Background: an optimization exercise with open tools, aiming at small area and a short achievable clock period. Do not read the settings as production practice. The RTL was checked by simulation tests, not by an equivalence proof against the original design. No activity file was given, so power comes from the tool's default toggle rates.

[run.sh]
#!/bin/bash
# synth_recipe.tcl (not shown) runs the flow's synth.tcl, then flattens the netlist and writes it again
# the make line also repeats each setting of config.mk as NAME=value (left out here)
make -C /OpenROAD-flow-scripts/flow DESIGN_CONFIG=/design/flow/config.mk WORK_HOME=/design/flow/orfs CLKGATE_MAP_FILE= SYNTH_SCRIPT=/design/flow/synth_recipe.tcl finish
[config.mk]
export PLATFORM = sky130hd
export DESIGN_NAME = omt_pe_tile
export DESIGN_NICKNAME = omt_pe_tile
export VERILOG_FILES = /design/flow/design.v
export SDC_FILE = /design/flow/constraint.sdc
export NUM_CORES = 8
export LEC_CHECK = 0
export CAP_MARGIN = 20
export CORE_MARGIN = 2
export CORE_UTILIZATION = 30
export PLACE_DENSITY = 0.45
export SLEW_MARGIN = 20
[constraint.sdc]
create_clock -name core_clock -period 8.0 [get_ports {clk}]
set_input_delay 1.6000 -clock core_clock [delete_from_list [all_inputs] [get_ports {clk}]]
set_output_delay 1.6000 -clock core_clock [all_outputs]
set_load 0.01 [all_outputs]
[design.v]
module omt_pe #(
    parameter MEM_BITS = 16,
    parameter AW       = 4
) (
    input  wire          clk,
    input  wire          rst,
    input  wire          exec,         
    input  wire          pwrite,       
    input  wire [AW-1:0] a_addr,
    input  wire [AW-1:0] b_addr,
    input  wire [AW-1:0] w_addr,
    input  wire [2:0]    b_src,
    input  wire [1:0]    k_src,
    input  wire [7:0]    tt_r,
    input  wire [7:0]    tt_c,
    input  wire [2:0]    dest,
    input  wire          carry_en,
    input  wire          mask_mode,
    input  wire          b_const,      
    input  wire [4:0]    plane_sel,
    input  wire          plane_wbit,
    input  wire          nbr_n,
    input  wire          nbr_e,
    input  wire          nbr_s,
    input  wire          nbr_w,
    output wire          own_b,
    output reg           plane_rbit,
    output wire          f_out,
    output wire          m_out
);
    reg [MEM_BITS-1:0] mem;
    reg c_r, m_r, f_r, x_r, y_r;
    wire a_bit = mem[a_addr];
    assign own_b = mem[b_addr];
    reg b_bit;
    always @(*) begin
        case (b_src)
            3'd0: b_bit = own_b;
            3'd1: b_bit = nbr_n;
            3'd2: b_bit = nbr_e;
            3'd3: b_bit = nbr_s;
            3'd4: b_bit = nbr_w;
            3'd6: b_bit = b_const;
            default: b_bit = 1'b0;
        endcase
    end
    reg k_bit;
    always @(*) begin
        case (k_src)
            2'd0: k_bit = c_r;
            2'd1: k_bit = f_r;
            2'd2: k_bit = x_r;
            default: k_bit = y_r;
        endcase
    end
    wire [2:0] idx = {a_bit, b_bit, k_bit};
    wire r  = tt_r[idx];
    wire g  = tt_c[idx];
    wire en = mask_mode | m_r;
    always @(posedge clk) begin
        if (rst) begin
            mem <= {MEM_BITS{1'b0}};
            c_r <= 1'b0;
            m_r <= 1'b1;
            f_r <= 1'b0;
            x_r <= 1'b0;
            y_r <= 1'b0;
        end else if (exec) begin
            if (dest == 3'd5)
                m_r <= r;
            else if (en) begin
                case (dest)
                    3'd1: mem[w_addr] <= r;
                    3'd2: f_r <= r;
                    3'd3: x_r <= r;
                    3'd4: y_r <= r;
                    default: ;
                endcase
            end
            if (en && carry_en)
                c_r <= g;
        end else if (pwrite) begin
            if (plane_sel < MEM_BITS)
                mem[plane_sel[AW-1:0]] <= plane_wbit;
            else begin
                case (plane_sel)
                    5'd16: c_r <= plane_wbit;
                    5'd17: m_r <= plane_wbit;
                    5'd18: f_r <= plane_wbit;
                    5'd19: x_r <= plane_wbit;
                    5'd20: y_r <= plane_wbit;
                    default: ;
                endcase
            end
        end
    end
    always @(*) begin
        if (plane_sel < MEM_BITS)
            plane_rbit = mem[plane_sel[AW-1:0]];
        else begin
            case (plane_sel)
                5'd16: plane_rbit = c_r;
                5'd17: plane_rbit = m_r;
                5'd18: plane_rbit = f_r;
                5'd19: plane_rbit = x_r;
                5'd20: plane_rbit = y_r;
                default: plane_rbit = 1'b0;
            endcase
        end
    end
    assign f_out = f_r;
    assign m_out = m_r;
endmodule
module omt_beacon #(
    parameter NPE = 64,
    parameter CW  = 7,    
    parameter IW  = 6     
) (
    input  wire           clk,
    input  wire           rst,
    input  wire           req,         
    input  wire [NPE-1:0] f,
    input  wire [NPE-1:0] m,
    output reg            valid,
    output reg            res_or,
    output reg  [CW-1:0]  count,
    output reg  [IW-1:0]  first,
    output reg            none
);
    wire [NPE-1:0] resp = f & m;
    reg [CW-1:0] cnt_c;
    reg [IW-1:0] first_c;
    integer i;
    always @(*) begin
        cnt_c = {CW{1'b0}};
        for (i = 0; i < NPE; i = i + 1)
            cnt_c = cnt_c + {{(CW-1){1'b0}}, resp[i]};
    end
    always @(*) begin
        first_c = {IW{1'b0}};
        for (i = NPE - 1; i >= 0; i = i - 1)
            if (resp[i])
                first_c = i[IW-1:0];
    end
    always @(posedge clk) begin
        if (rst) begin
            valid <= 1'b0;
        end else begin
            valid <= req;
        end
        res_or <= |resp;
        count  <= cnt_c;
        first  <= first_c;
        none   <= ~|resp;
    end
endmodule
module omt_pe_tile (
    input  wire         clk,
    input  wire         rst,
    input  wire         cmd_valid,
    input  wire [1:0]   cmd_op,
    input  wire [3:0]   a_addr,
    input  wire [3:0]   b_addr,
    input  wire [3:0]   w_addr,
    input  wire [2:0]   b_src,
    input  wire [1:0]   k_src,
    input  wire [7:0]   tt_r,
    input  wire [7:0]   tt_c,
    input  wire [2:0]   dest,
    input  wire         carry_en,
    input  wire         mask_mode,
    input  wire [1:0]   bcn_req,
    input  wire [7:0]   edge_mode,     
    input  wire [15:0]  b_const,
    input  wire [4:0]   plane_sel,
    input  wire [63:0]  plane_wdata,
    output reg          rd_valid,
    output reg  [63:0]  rd_data,
    output wire         bcn_valid,
    output wire         bcn_or,
    output wire [6:0]   bcn_count,
    output wire [5:0]   bcn_first,
    output wire         bcn_none
);
    localparam ROWS = 8;
    localparam COLS = 8;
    localparam NPE  = ROWS * COLS;
    localparam EDGE_ZERO    = 2'd0;
    localparam EDGE_WRAP    = 2'd1;
    localparam EDGE_REFLECT = 2'd2;
    wire exec   = cmd_valid && (cmd_op == 2'd0);
    wire pwrite = cmd_valid && (cmd_op == 2'd1);
    wire pread  = cmd_valid && (cmd_op == 2'd2);
    wire [1:0] mode_n = edge_mode[1:0];
    wire [1:0] mode_e = edge_mode[3:2];
    wire [1:0] mode_s = edge_mode[5:4];
    wire [1:0] mode_w = edge_mode[7:6];
    wire b_const_bit = b_const[b_addr];
    wire [NPE-1:0] own_b;
    wire [NPE-1:0] f_all;
    wire [NPE-1:0] m_all;
    wire [NPE-1:0] rbit;
    genvar r, c;
    generate
        for (r = 0; r < ROWS; r = r + 1) begin : g_row
            for (c = 0; c < COLS; c = c + 1) begin : g_col
                localparam P = r * COLS + c;
                wire nn, ne, ns, nw;
                if (r > 0)        assign nn = own_b[P - COLS];
                else              assign nn = (mode_n == EDGE_WRAP) ? own_b[(ROWS-1)*COLS + c] : (mode_n == EDGE_REFLECT) ? own_b[P] : 1'b0;
                if (c < COLS - 1) assign ne = own_b[P + 1];
                else              assign ne = (mode_e == EDGE_WRAP) ? own_b[r*COLS] : (mode_e == EDGE_REFLECT) ? own_b[P] : 1'b0;
                if (r < ROWS - 1) assign ns = own_b[P + COLS];
                else              assign ns = (mode_s == EDGE_WRAP) ? own_b[c] : (mode_s == EDGE_REFLECT) ? own_b[P] : 1'b0;
                if (c > 0)        assign nw = own_b[P - 1];
                else              assign nw = (mode_w == EDGE_WRAP) ? own_b[r*COLS + COLS - 1] : (mode_w == EDGE_REFLECT) ? own_b[P] : 1'b0;
                omt_pe #(.MEM_BITS(16), .AW(4)) u_pe (
                    .clk        (clk),
                    .rst        (rst),
                    .exec       (exec),
                    .pwrite     (pwrite),
                    .a_addr     (a_addr),
                    .b_addr     (b_addr),
                    .w_addr     (w_addr),
                    .b_src      (b_src),
                    .k_src      (k_src),
                    .tt_r       (tt_r),
                    .tt_c       (tt_c),
                    .dest       (dest),
                    .carry_en   (carry_en),
                    .mask_mode  (mask_mode),
                    .b_const    (b_const_bit),
                    .plane_sel  (plane_sel),
                    .plane_wbit (plane_wdata[P]),
                    .nbr_n      (nn),
                    .nbr_e      (ne),
                    .nbr_s      (ns),
                    .nbr_w      (nw),
                    .own_b      (own_b[P]),
                    .plane_rbit (rbit[P]),
                    .f_out      (f_all[P]),
                    .m_out      (m_all[P])
                );
            end
        end
    endgenerate
    always @(posedge clk) begin
        if (rst)
            rd_valid <= 1'b0;
        else
            rd_valid <= pread;
        if (pread)
            rd_data <= rbit;
    end
    reg bcn_pend;
    always @(posedge clk) begin
        if (rst)
            bcn_pend <= 1'b0;
        else
            bcn_pend <= exec && (bcn_req == 2'd1 || bcn_req == 2'd2);
    end
    omt_beacon #(.NPE(NPE), .CW(7), .IW(6)) u_beacon (
        .clk   (clk),
        .rst   (rst),
        .req   (bcn_pend),
        .f     (f_all),
        .m     (m_all),
        .valid (bcn_valid),
        .res_or(bcn_or),
        .count (bcn_count),
        .first (bcn_first),
        .none  (bcn_none)
    );
endmodule
==> run_results.csv <==
group,metric,value,unit
status,status,"no timing/DRC/antenna violations",
worst_setup_path,worstSetupPathType,"reg2reg",
min_path,holdCritPathClass,"reg2reg",
min_path,hold_depth,1,
timing,fin_tns_setup,0,ns
timing,relSlewSlack,0.0741,
worst_setup_path,reg2reg_depth,19,
finish,final_common_cell,"nand2_1",
synth,yosys.area_share.simple,0.147,
cts,cts.htree.levels,4,
timing,rsz0062_at_grt,"false",
power,leakage,40.9,nW
synth,synth_top_area_cell,"dfxtp_1",
finish,drive_gt1_frac,0.195,
routing,routed_wl,850,mm
timing,fin_crit_sh,0.888,
routing,drtIter0Drc,27000,
cts,path_clk_slew,0.06,ns
worst_setup_path,worst-endpoint-arrival,7.97,ns
power,finalPower,0.0216,W
worst_setup_path,slowest_delay,0.68,ns
routing,vias,136000,
worst_setup_path,rrSetupSlack,0.90,ns
worst_setup_path,critPathMostFrequentCell,"fa_1",
synth,synth-seq-area-share,0.252,
synth,async_flop_share,0,
synth,muxShareOfSynthArea,0.259,
grt,overflow,0,
routing,via_per_inst,7.58,
worst_setup_path,critPathLaunchType,"flip-flop",
synth,synth_fa_ha_area_frac,0.0122,
floorplan,dieArea,392000,µm²
grt,grt_pass1_wl,1120,mm
worst_setup_path,r2r-end,"u_beacon.count[6]",
finish,syn2layout_area_growth,13.2,%
cts,cts_made_buffers,189,
timing,finalHoldViolCount,0,
worst_setup_path,reg2reg_from,"g_row[3].g_col[4].u_pe.m_r",
placed_design,io_buffers,218,
timing,setup_violations,0,
cts,cts_sinks,1426,
worst_setup_path,crit_buf_inv,3,
placed_design,hpwl,550,mm
cts,ctsResizeCount,0,
min_path,hp-start,"bcn_pend",
routing,wire_per_inst,47.3,µm
cts,cts_tree,"done",
worst_setup_path,cp-end-kind,"flip-flop",
power,power_density,164,nW/µm²
synth,syn_avg_cell_area,8.81,µm²
synth,synth_top_family_by_area,"compound AO/OA/AOI/OAI gates",
cts,hold_buffers,0,
synth,synth_cell_types,110,
synth,synth_xor_area_frac,0.000453,
cts,clock_latency,1.02,ns
grt,grt_start_max_net_pins,179,
timing,report.final.slew_viol_count,0,
floorplan,placementRows,228,
synth,synth_compound_area_frac,0.269,
finish,layoutNonFillerInstCount,18000,
timing,post-route-min-period,7.10,ns
finish,final_cell_mix,"1539 x nand2_1, 1362 x dfxtp_1, 1326 x o21ai_0",
synth,synth_flop_cell,"dfxtp_1",
worst_setup_path,crit_family,"adder cells",
synth,synth.ff_latch_count,1426,
cts,cts_setup_buffers,0,
power,irDropWorstVdd,174,µV
placed_design,gp_congestion,1.05,
grt,grtUsageTotal,0.415,
worst_setup_path,cp_max_fo,6,
finish,fin_util,0.341,
worst_setup_path,crit_slowest_cell,"fa_1",
grt,antenna_found_initial,85,
floorplan,ios,219,
floorplan,die_width,626,µm
floorplan,start_util,0.301,
routing,drt_pre_antenna_iters,13,
synth,synth-edff-count,64,
cts,clockRootBuffer,"clkbuf_16",
timing,max_slew.worst_pin.slew,1.39,ns
worst_setup_path,worstPathRequired,8.87,ns
job,maxCapViolations,0,
synth,synth.cell_area,116000,µm²
cts,cts.path.max_buffers,4,
timing,finalClockSkew,0.106,ns
synth,synth_fp_nets,13400,
timing,timing.fmax,141,MHz
synth,synth.area.top_cells,"dfxtp_1 24%, mux4_2 22%, o21ai_0 5.8%",
routing,drc,0,
worst_setup_path,crit_chain,"nand2_1 > fa_1 > inv_1 > fa_1 > fa_1 > inv_1 > fa_1 > fa_1 > fa_1 > fa_1 > fa_1 > inv_1 > fa_1 > fa_1 > a21o_1 > a21oi_1 > nor2b_1 > o21ai_0 > nand2b_1",
min_path,min_to,"u_beacon.valid",
grt,grt_pass1_vias,124000,
floorplan,core_area,385000,µm²
finish,layout.nets,12800,
floorplan,dieHeight,626,µm
synth,synth_top_area_frac,0.235,
routing,ant_nets,0,
synth,yosysWarningCount,3,
placed_design,placedCellCount,17600,
synth,syn-instance-count,13200,
worst register-to-register path: cells and delay by family, from the launching register on:
| family | cells | cell delay (ns) |
|---|---|---|
| fa+ha+maj | 10 | 5.07 |
| simple gates | 3 | 0.64 |
| compound gates | 3 | 0.62 |
| flops | 1 | 0.48 |
| buf+inv | 3 | 0.20 |
kinds of logic (layout without fill, tap and decap cells):
logic type,Yosys count,in the layout
buffers and inverters,1722,1281
AO/OA/AOI/OAI,4589,4589
flip-flops,1426,1426
other,0,76
adder cells (fa/ha/maj),81,81
XOR/XNOR,6,6
multiplexers,1602,1602
AND/OR/NAND/NOR,3744,3744
report_power, final:
group / internal (W) / total (W) / switching, W
logic: 0.00120 / 0.00468 / 0.00349
clock network: 0.00540 / 0.00947 / 0.00407
registers: 0.00728 / 0.00744 / 0.000156
worst max path at each step:
stage / start / cells after the start / end / slack [ns]
final: g_row[3].g_col[4].u_pe.m_r / 19 / u_beacon.count[6] / 0.90
after global routing: g_row[3].g_col[4].u_pe.m_r / 19 / u_beacon.count[6] / 0.71
after CTS: g_row[3].g_col[4].u_pe.m_r / 19 / u_beacon.count[6] / 0.96
after detailed placement: b_addr[0] / 15 / g_row[3].g_col[3].u_pe.mem[12] / 0.90
after global placement: g_row[3].g_col[4].u_pe.m_r / 19 / u_beacon.count[6] / 0.83
after floorplan: g_row[5].g_col[6].u_pe.m_r / 21 / u_beacon.count[6] / 1.78
Yosys cell counts, types with 22 or more instances:
library cell	number
a2111oi_0	46
a211o_1	27
a211oi_1	259
a21oi_1	714
a221o_1	30
a221oi_1	650
a221oi_2	65
a222oi_1	68
a22o_1	58
a22oi_1	767
a31oi_1	84
and2_1	88
and3_1	66
buf_1	80
buf_2	146
buf_4	30
buf_6	40
clkbuf_1	1332
dfxtp_1	1362
edfxtp_1	64
fa_1	54
ha_1	27
inv_1	89
mux2_2	69
mux2i_1	412
mux4_2	1108
nand2_1	1573
nand2b_1	85
nand3_1	237
nand4_1	35
nor2_1	587
nor2b_1	51
nor3_1	803
nor4_1	62
o211ai_1	65
o21ai_0	1337
o21ai_1	34
o221ai_1	67
o22ai_1	65
o311ai_0	29
o31ai_1	32
o41ai_1	22
or3_1	59
routing by layer:
layer | up-vias | wire (µm) | track usage
met5 | - | 956 | 0.0140
met4 | 60 | 75900 | 0.307
met3 | 3566 | 145000 | 0.212
met2 | 13500 | 328000 | 0.554
met1 | 68300 | 301000 | 0.503
li1 | 50900 | - | -
state kept, by name, indices dropped and copies added (netlist names):
register,flops
u_beacon.none,1
g_row.g_col.u_pe.mem,1024
u_beacon.first,6
u_beacon.res_or,1
u_beacon.count,7
rd_valid,1
g_row.g_col.u_pe.y_r,64
u_beacon.valid,1
rd_data,64
bcn_pend,1
g_row.g_col.u_pe.m_r,64
g_row.g_col.u_pe.c_r,64
g_row.g_col.u_pe.x_r,64
g_row.g_col.u_pe.f_r,64
cell type report:
type                    count  area [µm²]
flip-flops and latches   1426       29200
clock buffers             268        5510
diodes                     76         190
inverters                  92         357
well taps                5175        6470
fillers                 39000      254000
clock inverters            70         951
repair buffers            851        8030
multi-input cells       10000       80600
through the flow:
stage                     area [µm²]  worst slack (ns)  hold slack, ns
after global routing          131000             0.706           0.469
after CTS                     131000             0.958           0.451
after global placement        125000             0.835           0.432
final                         131000             0.897           0.445
after detailed placement      125000             0.900           0.439
after floorplan               116000              1.78           0.414

static timing again, ports no longer ideal:
The results above use ideal ports. As a check the final layout listed here was re-extracted and re-timed, cells and wires unchanged. Step 1 assumes that a clkbuf_16 drives the clock port and a buf_2 every other input. Step 2 adds t to the input delays and takes it off the output delays; t is the mean of the earliest and latest rising clock arrival at the registers after step 1. Input paths then give back, and output paths get back, about the clock's delay inside the block. Slacks: no drivers / after step 1 / after step 2; pairs: no drivers / after step 1.
t, ns: 1.078
slack for setup (ns): 0.897 / 0.897 / 0.447
clock arrival spread, ns: 0.110 / 0.110
After both steps this run still meets setup and hold. For this run, drivers alone change the setup slack by 0.000 ns; drivers and shift together by -0.450 ns.
